This design comes from an exercise in tuning for small area, a short achievable clock period and few clock cycles per item on the open sky130 flow, not from production work.
Function was checked by simulation only, so behaviour that the tests miss may differ from the original.
No activity file was given, so power comes from the tool's default toggle rates.

==> inputs of v38 <==
Design kx_line_packer, start of the top module:
module kx_line_packer (
    input  wire        clk,
    input  wire        rst,
    input  wire [11:0] cfg_nozzles,    
    input  wire [3:0]  cfg_def,        
    input  wire [1:0]  cfg_op1,        
    input  wire [1:0]  cfg_op2,
    input  wire [1:0]  cfg_op3,
    input  wire        cfg_mask_en,    
    input  wire [31:0] cfg_sub,        
    input  wire [1:0]  cfg_sub_cap,
    input  wire [11:0] cfg_ovl_hi,     
    input  wire [11:0] cfg_ovl_lo,     
    input  wire        in_valid,
    output wire        in_ready,
    input  wire [3:0]  in_line,        
    input  wire [15:0] in_l0,          
    input  wire [15:0] in_l1,
    input  wire [15:0] in_l2,
    input  wire [15:0] in_l3,
    input  wire [2:0]  in_cov,         
    input  wire [7:0]  in_mask,        
    input  wire [7:0]  in_dead,        
    output reg         out_valid,
    output reg         out_last,
    output reg  [15:0] out_codes
);
    localparam LANES = 8;
    integer i;
    function gt2(input [1:0] a, input [1:0] b);
        gt2 = (a[1] & ~b[1]) | (a[1] & a[0] & ~b[0]) | (~b[1] & a[0] & ~b[0]);
    endfunction
    function [1:0] max2(input [1:0] a, input [1:0] b);
        max2 = gt2(a, b) ? a : b;
    endfunction
    function [1:0] min2(input [1:0] a, input [1:0] b);
        min2 = gt2(b, a) ? a : b;
    endfunction
    function [1:0] apply_layer(input [1:0] v, input [1:0] u, input [1:0] op,
                               input active);
        begin
            apply_layer = v;
            if (active && u != 2'b00) begin
                case (op)
                    2'd0:    apply_layer = u;
                    2'd1:    apply_layer = max2(v, u);
                    2'd2:    apply_layer = 2'b00;
                    default: apply_layer = v;
                endcase
            end
        end
    endfunction
    function [7:0] dither(input [3:0] x, input [3:0] y);
        reg [3:0] a;
        begin
            a = x ^ y;
            dither = {a[0], y[0], a[1], y[1], a[2], y[2], a[3], y[3]};
        end
    endfunction
  ...
export LEC_CHECK = 0
export CAP_MARGIN = 20
export CORE_MARGIN = 2
export CORE_UTILIZATION = 40
export CTS_BUF_LIST = sky130_fd_sc_hd__clkbuf_4 sky130_fd_sc_hd__clkbuf_8
export CTS_CLUSTER_DIAMETER = 50
export CTS_CLUSTER_SIZE = 12
export SLEW_MARGIN = 20
create_clock -name core_clock -period 13.0 [get_ports {clk}]
run.sh (not shown) runs the stock make flow with config.mk's settings and CLKGATE_MAP_FILE= SYNTH_SCRIPT=/design/flow/synth_recipe.tcl, a recipe that flattens the netlist after the stock synthesis.
==> inputs of v16, as changes to v38 <==
--- a/flow/design.v
+++ b/flow/design.v
@@ -285,10 +285,11 @@
     assign in_ready = tbl_ok;
     wire in_fire = in_valid & tbl_ok;
     reg              p_valid;
     reg  [15:0]      p_code;
     reg  [7:0]       p_dead;
+    reg  [3:0]       p_pop;       
     reg  [3:0]       p_x;
     reg  [8:0] apos;          
     wire [13:0] apos_s  = radd13({4'd0, apos}, 13'd0, 1'b1);
     wire [8:0]  apos_inc = apos_s[8:0];
     wire        f_last  = (apos == r_lastb);
@@ -316,10 +317,12 @@
             p_valid <= 1'b0;
         else
             p_valid <= in_fire;
         p_code <= s0_code;
         p_dead <= in_dead;
+        p_pop  <= {3'd0, in_dead[0]} + {3'd0, in_dead[1]} + {3'd0, in_dead[2]} + {3'd0, in_dead[3]}
+                + {3'd0, in_dead[4]} + {3'd0, in_dead[5]} + {3'd0, in_dead[6]} + {3'd0, in_dead[7]};
         p_x    <= in_line;
     end
     reg  [7:0]  lo_t;
     reg  [11:0] lo_rn;
     reg  [7:0]  hi_t;
@@ -405,12 +408,11 @@
         a_first  <= (apos == 9'd0);
         a_last   <= f_last;
         a_pos0   <= apos[0];
         a_code   <= p_code;
         a_dead   <= p_dead;
-        a_pop    <= {3'd0, p_dead[0]} + {3'd0, p_dead[1]} + {3'd0, p_dead[2]} + {3'd0, p_dead[3]}
-                  + {3'd0, p_dead[4]} + {3'd0, p_dead[5]} + {3'd0, p_dead[6]} + {3'd0, p_dead[7]};
+        a_pop    <= p_pop;
         a_x      <= p_x;
         a_lo_tb  <= lo_t;
         a_lo_t7  <= lo_s8[19:12];
         a_hi_t7  <= hi_t;
         a_lo_c   <= lo_c;
CTS_CLUSTER_DIAMETER = 120   (was 50)
CTS_CLUSTER_SIZE = 14   (was 12)
==> inputs of v11, as changes to v38 <==
--- a/flow/design.v
+++ b/flow/design.v
@@ -143,22 +143,21 @@
                 csa13[13 + k] = (x[k] & y[k]) | (x[k] & z[k]) | (y[k] & z[k]);
             end
         end
     endfunction
     reg  [11:0] r_wlo, r_whi, r_hs;
-    reg  [5:0]  r_n;                             
-    wire [8:0]  r_lastb = {r_n - 6'd1, 3'b111};  
+    reg  [8:0]  r_lastb;                         
     reg  [31:0] r_subm;
     reg  [3:0]  r_def;
     reg  [1:0]  r_op1, r_op2, r_op3;
     reg         r_mask_en;
-    wire [13:0] hs_s = add13({1'b0, r_n, 6'd0}, ~{1'b0, r_whi}, 1'b1);
+    wire [13:0] hs_s = add13({1'b0, cfg_nozzles}, ~{1'b0, cfg_ovl_hi}, 1'b1);
     always @(posedge clk) begin
         r_wlo <= cfg_ovl_lo;
         r_whi <= cfg_ovl_hi;
         r_hs  <= hs_s[11:0];                        
-        r_n   <= cfg_nozzles[11:6];
+        r_lastb <= cfg_nozzles[11:3] - 9'd1;
         r_def     <= cfg_def;
         r_op1     <= cfg_op1;
         r_op2     <= cfg_op2;
         r_op3     <= cfg_op3;
         r_mask_en <= cfg_mask_en;
@@ -282,22 +281,18 @@
         if (eng_icap)
             hi_init <= hi_wnx;
     end
     assign in_ready = tbl_ok;
     wire in_fire = in_valid & tbl_ok;
-    reg              p_valid;
-    reg  [15:0]      p_code;
-    reg  [7:0]       p_dead;
-    reg  [3:0]       p_x;
     reg  [8:0] apos;          
     wire [13:0] apos_s  = radd13({4'd0, apos}, 13'd0, 1'b1);
     wire [8:0]  apos_inc = apos_s[8:0];
     wire        f_last  = (apos == r_lastb);
     always @(posedge clk) begin
         if (rst)
             apos <= 9'd0;
-        else if (p_valid)
+        else if (in_fire)
             apos <= f_last ? 9'd0 : apos_inc;
     end
     reg  [15:0] s0_code;
     always @(*) begin : stage0
         reg [1:0] v;
@@ -309,19 +304,10 @@
             if (r_mask_en && !in_mask[i])
                 v = 2'b00;
             s0_code[2*i +: 2] = v;
         end
     end
-    always @(posedge clk) begin
-        if (rst)
-            p_valid <= 1'b0;
-        else
-            p_valid <= in_fire;
-        p_code <= s0_code;
-        p_dead <= in_dead;
-        p_x    <= in_line;
-    end
     reg  [7:0]  lo_t;
     reg  [11:0] lo_rn;
     reg  [7:0]  hi_t;
     reg  [11:0] hi_r;
     reg  [12:0] lo_k8, hi_k8;
@@ -372,16 +358,16 @@
     wire f_lo_all = ~rge13({4'd0, apos}, {4'd0, r_wlo[11:3]});
     wire f_lo_at  = (apos == r_wlo[11:3]);
     wire f_hi_all = ~rge13({4'd0, r_hs[11:3]}, {4'd0, apos});
     wire f_hi_at  = (apos == r_hs[11:3]);
     always @(posedge clk) begin
-        if (eng_done || (p_valid && f_last)) begin
+        if (eng_done || (in_fire && f_last)) begin
             lo_t  <= 8'd0;
             lo_rn <= r_wlo;
             hi_t  <= hi_init[19:12];
             hi_r  <= hi_init[11:0];
-        end else if (p_valid) begin
+        end else if (in_fire) begin
             lo_t  <= lo_s8[19:12];
             lo_rn <= lo_s8[11:0];
             if (f_hi_all | f_hi_at) begin
                 hi_t <= hi_f8[19:12];
                 hi_r <= hi_f8[11:0];
@@ -399,19 +385,19 @@
     reg              a_lo_all, a_lo_at, a_hi_all, a_hi_at;
     always @(posedge clk) begin
         if (rst)
             a_valid <= 1'b0;
         else
-            a_valid <= p_valid;
+            a_valid <= in_fire;
         a_first  <= (apos == 9'd0);
         a_last   <= f_last;
         a_pos0   <= apos[0];
-        a_code   <= p_code;
-        a_dead   <= p_dead;
-        a_pop    <= {3'd0, p_dead[0]} + {3'd0, p_dead[1]} + {3'd0, p_dead[2]} + {3'd0, p_dead[3]}
-                  + {3'd0, p_dead[4]} + {3'd0, p_dead[5]} + {3'd0, p_dead[6]} + {3'd0, p_dead[7]};
-        a_x      <= p_x;
+        a_code   <= s0_code;
+        a_dead   <= in_dead;
+        a_pop    <= {3'd0, in_dead[0]} + {3'd0, in_dead[1]} + {3'd0, in_dead[2]} + {3'd0, in_dead[3]}
+                  + {3'd0, in_dead[4]} + {3'd0, in_dead[5]} + {3'd0, in_dead[6]} + {3'd0, in_dead[7]};
+        a_x      <= in_line;
         a_lo_tb  <= lo_t;
         a_lo_t7  <= lo_s8[19:12];
         a_hi_t7  <= hi_t;
         a_lo_c   <= lo_c;
         a_hi_c   <= hi_c;
@@ -501,11 +487,11 @@
     reg  [LANES-1:0] b_keep;
     reg  [1:0]       l_code;
     reg              l_dead;
     reg              l_served;
     wire b_out = b_valid & (b_last | a_valid);
-    assign line_idle = ~p_valid & ~a_valid & ~b_valid & ~out_valid & ~in_fire;
+    assign line_idle = ~a_valid & ~b_valid & ~out_valid & ~in_fire;
     reg  [1:0] nb_code   [0:LANES+1];
     reg        nb_dead   [0:LANES+1];
     reg        nb_served [0:LANES+1];
     reg  [1:0] rs_up     [0:LANES+1];    
     reg  [1:0] rs_dn     [0:LANES+1];    
CORE_UTILIZATION = 55   (was 40)
PLACE_DENSITY = 0.75   (was unset)
==> comparison <==
- Between v11 and v38, the lower die area is in v11 (gap 27%, measured against v38).
- Clock skew, highest first: v16, v38, v11.
- The lowest global-route usage belongs to v16, the highest to v11.
- Synthesized area, highest first: v16, v38, v11.
- The highest design area belongs to v38, the lowest to v16.
- Clock-buffer cell count, lowest first: v16, v11, v38.
- Worst hold slack, lowest first: v16, v38, v11.
- Combinational power: v16 < v38 < v11.
- Non-clock buffer count: v38 > v11 > v16.
Testbench counts of v38, summed over its fixed seeds: cycles 25,344, beats 24,576.
Testbench counts of v16, summed over its fixed seeds: cycles 25,344, beats 24,576.
Testbench counts of v11, summed over its fixed seeds: cycles 25,312, beats 24,576.

==> what the ideal ports hide <==
The results above use ideal ports. As a check the final layouts listed here were re-extracted and re-timed, cells and wires unchanged.
Step 1 (the two cells are an assumption about what drives the block):
set clk [get_ports {clk}]
set_driving_cell -lib_cell sky130_fd_sc_hd__clkbuf_16 $clk
set_driving_cell -lib_cell sky130_fd_sc_hd__buf_2 [delete_from_list [all_inputs] $clk]
Step 2 times the ports against the registers' clock, not the clock port: input delays grow and output delays shrink by t, the midpoint of the rising clock arrivals with the driver on.
Three values: ideal, step 1, step 2; two values: the first two.
run	t, ns	setup WS [ns]	hold slack, ns	worst setup path after step 2
v38	0.839	7.877 / 7.877 / 7.608	0.321 / 0.321 / 0.321	input to register
v16	0.841	8.025 / 8.025 / 7.438	0.306 / 0.306 / 0.306	input to register
v11	0.778	7.560 / 7.601 / 6.823	0.383 / 0.383 / 0.383	input to register
After both steps every run listed still meets setup and hold. The setup slack of v11, which loses most, moves by +0.041 ns with the drivers and by -0.737 ns with both steps.
